From an optimization exercise on the open Yosys and OpenROAD flow, aimed at small area, a short achievable clock period and few clock cycles; shortcuts taken in it are not production practice. Where RTL was checked, it was by simulation tests only, not by an equivalence proof against the original. Function not checked in run 2: the RTL went through the layout flow alone.

[flow/config.mk]
export PLATFORM = sky130hd
export DESIGN_NAME = arc_detector
export DESIGN_NICKNAME = arc_detector
export VERILOG_FILES = /design/flow/design.v
export SDC_FILE = /design/flow/constraint.sdc
export NUM_CORES = 4
export LEC_CHECK = 0
export CAP_MARGIN = 20
export CORE_MARGIN = 2
export CORE_UTILIZATION = 40
export SLEW_MARGIN = 20
[flow/constraint.sdc]
create_clock -name core_clock -period 14.0 [get_ports {clk}]
set_input_delay 2.8000 -clock core_clock [delete_from_list [all_inputs] [get_ports {clk}]]
set_output_delay 2.8000 -clock core_clock [all_outputs]
set_load 0.01 [all_outputs]
[flow/design.v]
module arc_detector (
    input  wire        clk,
    input  wire        rst,         
    input  wire [14:0] depth,       
    input  wire [14:0] alpha,       
    input  wire [14:0] floor_q,     
    input  wire [5:0]  confirm,     
    input  wire [15:0] holdoff,     
    input  wire [7:0]  limit,       
    input  wire [15:0] learn,       
    input  wire        latch_in,    
    input  wire        s_valid,
    input  wire [15:0] s_data,      
    input  wire        s_clr,       
    output wire        s_ready,
    output reg         r_valid,
    output reg         r_evt,       
    output reg         r_inh,       
    output reg         r_latch,     
    output reg  [31:0] r_arcs       
);
    localparam [10:0] POLL_LAST = 11'd1999;    
    reg signed [39:0] b;
    reg        [5:0]  cnt;
    reg        [15:0] hold;
    reg        [15:0] learn_cnt;
    reg        [10:0] poll;
    assign s_ready = 1'b1;
    wire take = s_valid & s_ready;
    wire signed [15:0] x  = s_data;
    wire signed [24:0] bq = b[39:15];
    wire signed [40:0] bq_depth = bq * $signed({1'b0, depth});
    wire signed [25:0] bq_depth_sh = bq_depth[40:15];
    wire signed [26:0] th = bq - bq_depth_sh;
    wire below   = ($signed({{11{x[15]}}, x}) < th);
    wire above_floor = (bq >= $signed({10'd0, floor_q}));
    wire detect  = (learn_cnt == 16'd0) && above_floor && below;
    wire signed [25:0] diff = x - bq;
    wire signed [15:0] diff_sat = (diff > 26'sd32767)  ? 16'sh7FFF :
                                  (diff < -26'sd32768) ? 16'sh8000 :
                                  diff[15:0];
    wire signed [31:0] step   = diff_sat * $signed({1'b0, alpha});
    wire signed [39:0] b_next = b + {{8{step[31]}}, step};
    reg        n_inh, n_latch, n_evt;
    reg [31:0] n_arcs;
    reg [5:0]  n_cnt;
    reg [15:0] n_hold, n_learn;
    reg [10:0] n_poll;
    reg signed [39:0] n_b;
    always @(*) begin
        n_inh   = r_inh;
        n_latch = r_latch;
        n_arcs  = r_arcs;
        n_evt   = 1'b0;
        n_cnt   = cnt;
        n_hold  = hold;
        n_learn = learn_cnt;
        n_poll  = poll;
        n_b     = b;
        if (hold != 16'd0) begin
            n_hold = hold - 16'd1;
            if (n_hold == 16'd0 && !r_latch)
                n_inh = 1'b0;
        end else if (detect) begin
            n_cnt = cnt + 6'd1;
            if (n_cnt == confirm) begin
                n_inh  = 1'b1;
                n_evt  = 1'b1;
                n_arcs = r_arcs + 32'd1;
                n_hold = holdoff;
                n_cnt  = 6'd0;
                if (n_arcs >= {24'd0, limit})
                    n_latch = 1'b1;
            end
        end else begin
            n_cnt = 6'd0;
            if (learn_cnt != 16'd0)
                n_learn = learn_cnt - 16'd1;
            n_b = b_next;
        end
        if (poll == POLL_LAST) begin
            n_poll = 11'd0;
            if (s_clr && n_latch) begin
                n_latch = 1'b0;
                n_arcs  = 32'd0;
                if (n_hold == 16'd0)
                    n_inh = 1'b0;
            end
        end else begin
            n_poll = poll + 11'd1;
        end
    end
    always @(posedge clk) begin
        if (rst) begin
            b         <= 40'sd0;
            cnt       <= 6'd0;
            hold      <= 16'd0;
            learn_cnt <= learn;
            poll      <= 11'd0;
            r_valid   <= 1'b0;
            r_evt     <= 1'b0;
            r_inh     <= 1'b0;
            r_latch   <= latch_in;
            r_arcs    <= 32'd0;
        end else begin
            r_valid <= take;
            if (take) begin
                b         <= n_b;
                cnt       <= n_cnt;
                hold      <= n_hold;
                learn_cnt <= n_learn;
                poll      <= n_poll;
                r_evt     <= n_evt;
                r_inh     <= n_inh;
                r_latch   <= n_latch;
                r_arcs    <= n_arcs;
            end
        end
    end
endmodule
[flow/run.sh]
#!/bin/bash
# synth_recipe.tcl (not shown) runs the flow's synth.tcl, then flattens the netlist and writes it again
# the make line also repeats each setting of config.mk as NAME=value (left out here)
make -C /OpenROAD-flow-scripts/flow DESIGN_CONFIG=/design/flow/config.mk WORK_HOME=/design/flow/orfs CLKGATE_MAP_FILE= SYNTH_SCRIPT=/design/flow/synth_recipe.tcl finish
==> metrics.md, run 1 <==
| Metric | Value |
|---|---|
| Layout cells sized above 1 | `roughly an eighth` |
| Post-place setup slack | `-0.556 ns` |
| Post-route ant nets | `0` |
| Post-synth ARST share | `0%` |
| P&R area growth vs syn | `19.7%` |
| Critical hold path startpoint | `b[3]$_SDFFE_PP0P_` |
| Status | `timing/DRC/antenna clean` |
| Via Count | `approximately 31000` |
| Area leader, netlist | `fa_1` |
| Largest net degree at the start of global routing | `between 50 and 60` |
| Synth area leaders | `fa_1 34%, ha_1 11%, inv_1 8.9%, dfxtp_1 6.1%, nand2_1 5.4%` |
| Most common cell in the netlist | `inv_1` |
| Critical path startpoint | `s_data[1]` |
| Final WS setup | `roughly 0.26 ns` |
| Layout Nets | `5769` |
| Initial antenna violation count | `2` |
| Cell depth of the worst flop-to-flop path | `46` |
| Number of global-route vias before repair | `~32000` |
| Post-synth cell types | `90` |
| Cell Area, Placed | `0.0414 mm²` |
| Syn Inst Count | `between 4000 and 5000` |
| Initial Utilization | `between 40 and 50%` |
| Reg clk slew, reported paths | `~0.06 ns` |
| Die extent in y | `~300 µm` |
| Hold depth | `2` |
| PortBufs | `between 100 and 150` |
| Tcrit/Tclk final | `98.1%` |
| CP Max Fanout | `7` |
| Full die area | `0.0913 mm²` |
| Grt ovf | `0` |
| Synthesized area per cell | `8.28 µm²` |
| Post-Syn Nets | `about 5300` |
| HP Class | `reg2reg` |
| Number of max-cap violations | `0` |
| Setup tns final | `0 ns` |
| Crit path time final | `about 14 ns` |
| Reg-to-Reg Start | `b[26]$_SDFFE_PP0P_` |
| Site Rows | `between 100 and 150` |
| Root Buffer | `clkbuf_16` |
| Iteration-0 DRC Markers | `~2000` |
| GRT Total Usage | `22.9%` |
| Total CTS buffers | `17` |
| Startpoint type of the worst setup path | `input port` |
| Worst slew margin | `a little over a quarter` |
| EDFF count, synth | `17` |
| Crit path DAT | `roughly 14 ns` |
| Flops & latches, synth | `125` |
| Post-synth top area share | `about a third` |
| Fmax | `around 0.073 GHz` |
| Clock latency (worst-skew pair) | `around 0.42 ns` |
| Max-slew violation count | `0` |
| Hold_ws | `between 0.4 and 0.5 ns` |
| CTS max path bufs | `2` |
| Hold Violations, Final | `0` |
| Die Width | `~300 µm` |
| DRC Markers | `0` |
| Ports | `~150` |
| Routed wire length | `just over 100 mm` |
| Main synth FF type | `dfxtp_1` |
| Synth warnings | `1` |
| Worst r2r dst | `r_inh$_SDFFE_PP0P_` |
| Fin cells | `5900` |
| WL/cell | `around 17 µm` |
| Reg-to-reg setup timing slack | `between 2 and 2.5 ns` |
| Register area | `~0.0027 mm²` |
| CTS sink cnt | `~130` |
| Global-route wire length before repair | `168 mm` |
| # setup viols final | `0` |
| Cells after DPL | `just under 6000` |
| RSZ-0062 raised after global routing | `yes` |
| CP required | `~14 ns` |
| Fin area | `about 0.043 mm²` |
| Register area share after synthesis | `around 7.5%` |
| Worst setup EP type | `flip-flop` |
| Routability Congestion | `around 0.9` |
| Skew final | `between 0.015 and 0.02 ns` |
| Synth cell count leaders | `841 x inv_1, 611 x fa_1, 510 x nand2_1` |
| Multi-input logic area | `0.0293 mm²` |
| Detailed Routing Iterations Pass 1 | `5` |
| CTS tree | `built` |
| HPWL after DPL | `about 83 mm` |
| H-tree levels | `4` |
| Slew @ Worst Pin | `approximately 1.1 ns` |
| Worst path slowest cell | `fa_1` |
| WHS Endpoint | `b[3]$_SDFFE_PP0P_` |
| Core Region | `slightly below 0.09 mm²` |
| Max stage delay on crit path | `~0.55 ns` |
| Synthesized area | `between 0.03 and 0.04 mm²` |
| Kind of critical path | `in2reg` |
| Fill count | `about 8500` |
| Vias per Instance | `5.25` |
==> layer usage <==
metal | global-route usage (%) | vias to the layer above | part of all wire (%)
li1 | - | 14700 | -
met1 | 32.5 | 15300 | 46
met2 | 38.1 | 871 | 47
met3 | 1.90 | 154 | 4.8
met4 | 5.35 | 4 | 2.3
met5 | 0 | - | 0.020
==> timing repair <==
item | CTS | global route
gates cloned | 0 | 3
endpoints found under the hold margin | 0 | 0
resized for setup | 6 | 74
hold buffers | 0 | 0
pin swaps | 0 | 53
setup endpoints to repair | 9 | 89
buffers inserted | 0 | 19
==> registers in the layout (all words and copies together) (netlist names) <==
signal,cells
b,40
cnt,6
hold,16
learn_cnt,16
poll,11
r_arcs,32
r_evt,1
r_inh,1
r_latch,1
r_valid,1
==> cell families after synthesis <==
logic type	after synthesis	synth area share (%)
buf+inv	1049	11.2
mux	16	0.465
other cells	1	0.0105
compound gates	847	15.2
flops	125	7.52
fa+ha+maj	936	45.8
xor+xnor	189	4.70
simple gates	1130	15.1
==> layout make-up <==
cell class / count / area share [%]
multi-input combinational: 3119 / 68.8
timing repair buffer: 614 / 12.6
inverter: 844 / 7.45
sequential: 125 / 6.28
tap: 1165 / 3.43
clock buffer: 23 / 1.15
clock inverter: 9 / 0.197
antenna: 1 / 0.00588
==> stage by stage <==
stage / util, %
2_1_floorplan: -
3_3_place_gp: 46.9
3_5_place_dp: 46.9
4_1_cts: 47.6
5_1_grt: 48.2
6_report: 48.2
==> worst max-delay path, delay by kind of cell <==
family	cells	cell delay, ns
AO/OA/AOI/OAI	16	2.95
XOR/XNOR	2	0.25
adder cells (fa/ha/maj)	9	3.81
buffers and inverters	12	1.87
multiplexers	2	0.52
AND/OR/NAND/NOR	7	1.80
==> worst max path at each step <==
stage                              end  slack [ns]  cells past startpoint
detailed placement  r_inh$_SDFFE_PP0P_       -0.56                     47
global route        b[39]$_SDFFE_PP0P_       -0.13                     49
CTS                 b[39]$_SDFFE_PP0P_       0.004                     48
finish              b[39]$_SDFFE_PP0P_        0.26                     48
floorplan           b[39]$_SDFFE_PP0P_        0.36                     44
global placement    r_inh$_SDFFE_PP0P_       -0.46                     44
==> cell usage in the layout (no fill, tap or decap), types with 9 or more instances in the layout <==
cell type        synthesis  layout
xnor2_1                112     108
o21bai_1                16      15
nor2b_1                 31      31
nor2_1                 152     151
nor3_1                  48      45
a21o_1                  60      60
and3_1                  26      26
mux2i_1                 12      12
and2_1                 169     169
buf_4                    1     436
and4_1                  13      11
nor4_1                  19      18
clkdlybuf4s50_1          0     137
nand3_1                 66      65
dlymetal6s2s_1           0       9
o21ai_1                102     105
clkbuf_16                0      19
a211oi_1                32      25
edfxtp_1                17      17
nand2b_1                18      18
inv_1                  841     840
xor2_1                  76      76
a21oi_2                  0      12
or2_2                    9       9
o21a_1                  36      35
ha_1                   325     324
a21oi_1                197     184
a31o_2                  35      35
nand2_1                510     510
o31ai_1                 23      22
nand4_1                 25      25
dfxtp_1                108     108
fa_1                   611     609
o211ai_1                16      16
a31oi_1                127     123
or3_1                   17      17
o21ai_0                107     103
buf_12                   0      25
Testbench counts, summed over its fixed seeds: cycles 192,008.
==> run 2: changes to the inputs <==
==> flow/design.v (replaced) <==
module arc_detector (
    input  wire        clk,
    input  wire        rst,         
    input  wire [14:0] depth,       
    input  wire [14:0] alpha,       
    input  wire [14:0] floor_q,     
    input  wire [5:0]  confirm,     
    input  wire [15:0] holdoff,     
    input  wire [7:0]  limit,       
    input  wire [15:0] learn,       
    input  wire        latch_in,    
    input  wire        s_valid,
    input  wire [15:0] s_data,      
    input  wire        s_clr,       
    output wire        s_ready,
    output reg         r_valid,
    output reg         r_evt,       
    output reg         r_inh,       
    output reg         r_latch,     
    output reg  [31:0] r_arcs       
);
    localparam [10:0] POLL_LAST = 11'd1999;    
    assign s_ready = 1'b1;
    reg               xv;
    reg  signed [15:0] x;
    reg               clr;
    reg        [14:0] alpha_r;
    reg        [14:0] e_r;           
    always @(posedge clk) begin
        xv      <= s_valid & ~rst;
        x       <= s_data;
        clr     <= s_clr;
        alpha_r <= alpha;
        e_r     <= 15'd0 - depth;
    end
    reg signed [39:0] b;
    reg        [15:0] c;
    reg               m_hold, m_learn;
    reg        [10:0] poll;
    wire signed [24:0] bq = b[39:15];
    wire [38:0] pe = b[38:15] * e_r;
    wire above_floor = ~b[39] & ((b[38:30] != 9'd0) | (b[29:15] >= floor_q));
    wire below = x[15] | (pe > {9'd0, x[14:0], 15'd0});
    wire detect = above_floor & below;
    wire signed [25:0] diff = x - bq;
    wire signed [15:0] diff_sat = (diff[25:15] == 11'h000 || diff[25:15] == 11'h7FF) ? diff[15:0] :
                                  (diff[25] ? 16'sh8000 : 16'sh7FFF);
    wire signed [31:0] step   = diff_sat * $signed({1'b0, alpha_r});
    wire signed [39:0] b_next = b + {{8{step[31]}}, step};
    wire c_one = (c == 16'd1);
    wire [15:0] c_dec = c - 16'd1;
    wire arc = ~m_hold & ~m_learn & detect & c_one;
    wire upd = ~m_hold & (m_learn | ~detect);
    wire [31:0] arcs_inc = r_arcs + 32'd1;
    wire poll_end = (poll == POLL_LAST);
    reg        n_inh, n_latch, n_hold_mode, n_learn_mode;
    reg [31:0] n_arcs;
    reg [15:0] n_c;
    always @(*) begin
        n_inh        = r_inh;
        n_latch      = r_latch;
        n_arcs       = r_arcs;
        n_hold_mode  = m_hold;
        n_learn_mode = m_learn;
        n_c          = c_dec;
        if (m_hold) begin
            if (c_one) begin
                n_hold_mode = 1'b0;
                n_c = {10'd0, confirm};
                if (!r_latch) n_inh = 1'b0;
            end
        end else if (m_learn) begin
            if (c_one) begin
                n_learn_mode = 1'b0;
                n_c = {10'd0, confirm};
            end
        end else if (detect) begin
            if (c_one) begin
                n_inh  = 1'b1;
                n_arcs = arcs_inc;
                n_hold_mode = 1'b1;
                n_c = holdoff;
                if (arcs_inc >= {24'd0, limit})
                    n_latch = 1'b1;
            end
        end else begin
            n_c = {10'd0, confirm};
        end
        if (poll_end && clr && n_latch) begin
            n_latch = 1'b0;
            n_arcs  = 32'd0;
            if (!n_hold_mode)
                n_inh = 1'b0;
        end
    end
    always @(posedge clk) begin
        if (rst) begin
            b       <= 40'sd0;
            c       <= (learn != 16'd0) ? learn : {10'd0, confirm};
            m_hold  <= 1'b0;
            m_learn <= (learn != 16'd0);
            poll    <= 11'd0;
            r_valid <= 1'b0;
            r_inh   <= 1'b0;
            r_latch <= latch_in;
            r_arcs  <= 32'd0;
        end else begin
            r_valid <= xv;
            if (xv) begin
                if (upd) b <= b_next;
                c       <= n_c;
                m_hold  <= n_hold_mode;
                m_learn <= n_learn_mode;
                poll    <= poll_end ? 11'd0 : poll + 11'd1;
                r_inh   <= n_inh;
                r_latch <= n_latch;
                r_arcs  <= n_arcs;
            end
        end
        r_evt <= arc;
    end
endmodule
==> metrics.md, run 2 <==
| Metric | Value |
|---|---|
| Via Count | `24600 (-21%)` |
| Register area | `0.00324 mm² (+21%)` |
| PortBufs | `147 (unchanged)` |
| WL/cell | `17.1 µm (-1.9%)` |
| Cell depth of the worst flop-to-flop path | `50 (+8.7%)` |
| Crit path DAT | `13.32 ns (-0.72 ns)` |
| Post-route ant nets | `0 (unchanged)` |
| Layout Nets | `4634 (-20%)` |
| Site Rows | `102 (-6.4%)` |
| Setup tns final | `0 ns (unchanged)` |
| Core Region | `0.0776 mm² (-12%)` |
| Area leader, netlist | `fa_1` |
| Post-synth top area share | `33.9% (-0.52 points)` |
| Reg clk slew, reported paths | `0.08 ns (+0.02 ns)` |
| Adder-cell share of the synthesized area | `45.6% (-0.29 points)` |
| Synthesized area | `0.0314 mm² (-12%)` |
| CTS sink cnt | `153 (+22%)` |
| Synth warnings | `1 (unchanged)` |
| CTS max path bufs | `2 (unchanged)` |
| Largest net degree at the start of global routing | `58 (unchanged)` |
| Skew final | `0.0258 ns (+0.0104 ns)` |
| Post-synth ARST share | `0% (unchanged)` |
| CP Max Fanout | `15 (+8)` |
| Fmax | `0.0771 GHz (+5.9%)` |
| Hold Violations, Final | `0 (unchanged)` |
| Kind of critical path | `reg2reg` |
| Main synth FF type | `dfxtp_1` |
| Most frequent cells in the layout | `623 x inv_1, 532 x fa_1, 431 x nand2_1` |
| HP Class | `reg2reg` |
| Layout cells sized above 1 | `3.02% (-10 points)` |
| Critical path startpoint | `b[16]$_SDFFE_PP0P_` |
| Largest regs | `b (40), r_arcs (32)` |
| Number of global-route vias before repair | `25300 (-20%)` |
| Reg-to-reg setup timing slack | `1.03 ns (-1.45 ns)` |
| Synth Area in Compound Gates | `10.5% (-4.6 points)` |
| Worst slew margin | `26.3% (-0.35 points)` |
| Routed wire length | `81.2 mm (-21%)` |
| RSZ-0062 raised after global routing | `no` |
| Antenna Cells | `0 (-1)` |
| Number of max-cap violations | `0 (unchanged)` |
| Post-CTS resize count | `0 (-6)` |
| Vias per Instance | `5.17 (-1.6%)` |
| Worst path slowest cell | `a2111oi_0` |
| Tcrit/Tclk final | `92.7% (-5.5 points)` |
| Status | `timing/DRC/antenna clean` |
| End point of the critical path | `b[39]$_SDFFE_PP0P_` |
| Multi-input logic area | `0.0253 mm² (-14%)` |
| Ports | `149 (unchanged)` |
| Register area share after synthesis | `10.3% (+2.8 points)` |
| Initial Utilization | `40.5% (+0.21 points)` |
| # setup viols final | `0 (unchanged)` |
| Max stage delay on crit path | `0.73 ns (+0.18 ns)` |
| Die extent in y | `284 µm (-5.9%)` |
| Most common cell in the netlist | `inv_1` |
| Max-slew violation count | `0 (unchanged)` |
| Cell Area, Placed | `0.0340 mm² (-18%)` |
| Syn Inst Count | `3628 (-15%)` |
| Commonest non-fill, non-tap cell in the layout | `inv_1` |
| Post-Syn Nets | `4565 (-15%)` |
| H-tree levels | `4 (unchanged)` |
| CTS Hold Buffers Added | `0 (unchanged)` |
| Grt ovf | `0 (unchanged)` |
| Synthesized area per cell | `8.66 µm² (+4.6%)` |
| Global-route wire length before repair | `135 mm (-20%)` |
| Initial antenna violation count | `2 (unchanged)` |
| Post-CTS setup buffers | `0 (unchanged)` |
| Synth Area in XOR/XNOR | `4.51% (-0.18 points)` |
| DRC Markers | `0 (unchanged)` |
| Full die area | `0.0808 mm² (-11%)` |
| Post-synthesis simple-gate area fraction | `18.1% (+3.0 points)` |
| HPWL after DPL | `64.4 mm (-22%)` |
| EDFF count, synth | `18 (+1)` |
| Startpoint type of the worst setup path | `flip-flop` |
| Crit path time final | `12.97 ns (-0.766 ns)` |
| Detailed Routing Iterations Pass 1 | `5 (unchanged)` |
| Fill count | `7727 (-9.3%)` |
| Clock latency (worst-skew pair) | `0.51 ns (+0.09 ns)` |
| Post-synth cell types | `81 (-10%)` |
| Routability Congestion | `0.871 (-2.9%)` |
| Mux cell area share after synthesis | `1.62% (+1.2 points)` |
| Worst r2r dst | `b[39]$_SDFFE_PP0P_` |
| GRT Total Usage | `20.8% (-2.1 points)` |
| Iteration-0 DRC Markers | `1264 (-36%)` |
| CTS tree | `built` |
| Worst setup EP type | `flip-flop` |
| Fin area | `0.0346 mm² (-19%)` |
| Largest family of logic cells by synthesized area | `adder cells` |
| Reg-to-Reg Start | `b[16]$_SDFFE_PP0P_` |
| Flops & latches, synth | `153 (+22%)` |
| P&R area growth vs syn | `10.0%` |
| Die Width | `284 µm (-5.9%)` |
| Synth area leaders | `fa_1 34%, ha_1 12%, dfxtp_1 8.6%, inv_1 7.4%, nand2_1 5.1%` |
| Synth cell count leaders | `623 x inv_1, 532 x fa_1, 431 x nand2_1` |
| CP required | `14.34 ns (+0.04 ns)` |
| Slew @ Worst Pin | `1.09 ns (-0.0104 ns)` |
| Total CTS buffers | `17 (unchanged)` |
| Largest register by flop count | `b` |
| Root Buffer | `clkbuf_16` |
| Max FFs per register | `40 (unchanged)` |
-- run 2: stage by stage --
stage / hold slack (ns) / cells / utilization [%] / setup slack, ns
finish: 0.493 / 4750 / 44.6 / 1.03
floorplan: 0.458 / 3628 / - / 2.41
detailed placement: 0.486 / 4718 / 43.8 / 1.03
global placement: 0.471 / 4718 / 43.8 / 1.31
global route: 0.528 / 4750 / 44.6 / 0.104
CTS: 0.498 / 4750 / 44.5 / 0.963
-- run 2: cell type report --
cell class              instances  area share (%)
flip-flops and latches        153            9.38
inverters                     625            6.79
repair buffers                193            5.24
clock inverters                15           0.543
clock buffers                  17            1.23
multi-input cells            2707            73.1
well taps                    1040            3.76
-- run 2: routing by layer --
layer  track usage (%)  routed length [µm]  vias to the layer above
met1              27.8               36000                    12200
met5                 0                  13                        -
li1                  -                   -                    11800
met2              35.1               39700                      528
met3              3.24                3920                       90
met4              5.34                1630                        2
-- run 2: how the worst min path moves through the flow --
stage / end / cells after the start / start
after global routing: r_inh$_SDFFE_PP0P_ / 2 / r_inh$_SDFFE_PP0P_
after CTS: poll[1]$_SDFFE_PP0P_ / 2 / poll[1]$_SDFFE_PP0P_
after floorplan: poll[1]$_SDFFE_PP0P_ / 2 / poll[1]$_SDFFE_PP0P_
after detailed placement: poll[1]$_SDFFE_PP0P_ / 2 / poll[1]$_SDFFE_PP0P_
after global placement: poll[1]$_SDFFE_PP0P_ / 2 / poll[1]$_SDFFE_PP0P_
final: poll[1]$_SDFFE_PP0P_ / 2 / poll[1]$_SDFFE_PP0P_
-- run 2: critical path, delay by kind of cell (launching register included) --
family	cells	cell delay, ns
XOR/XNOR	3	0.47
buffers and inverters	6	0.47
flip-flops	1	0.33
AO/OA/AOI/OAI	23	5.98
adder cells (fa/ha/maj)	9	3.87
AND/OR/NAND/NOR	9	1.69
-- run 2: kinds of logic after synthesis --
family	count (synthesis)
AND/OR/NAND/NOR	1163
multiplexers	51
XOR/XNOR	162
other	1
flip-flops	153
AO/OA/AOI/OAI	505
buffers and inverters	768
adder cells (fa/ha/maj)	825

==> port drivers added, routing unchanged <==
The results above use ideal ports. As a check the final layouts listed here were re-extracted and re-timed, cells and wires unchanged. Step 1 assumes that a clkbuf_16 drives the clock port and a buf_2 every other input. Step 2 adds t to the input delays and takes it off the output delays; t is the mean of the earliest and latest rising clock arrival at the registers after step 1. Input paths then give back, and output paths get back, about the clock's delay inside the block. Three values: ideal, step 1, step 2; two values: the first two.
| run | shift t [ns] | setup slack, ns | worst setup path after step 2 | latest minus earliest clock arrival (ns) | cell pins on the clock port's net |
|---|---|---|---|---|---|
| run 1 | 0.464 | 0.260 / 0.265 / -0.199 | input to register | 0.016 / 0.016 | 1 |
| run 2 | 0.556 | 1.025 / 1.025 / 1.025 | register to register | 0.026 / 0.025 | 1 |
Met with ideal ports but missed after step 2: setup timing in run 1. For run 1, which loses most, drivers alone change the setup slack by +0.005 ns; drivers and shift together by -0.459 ns.
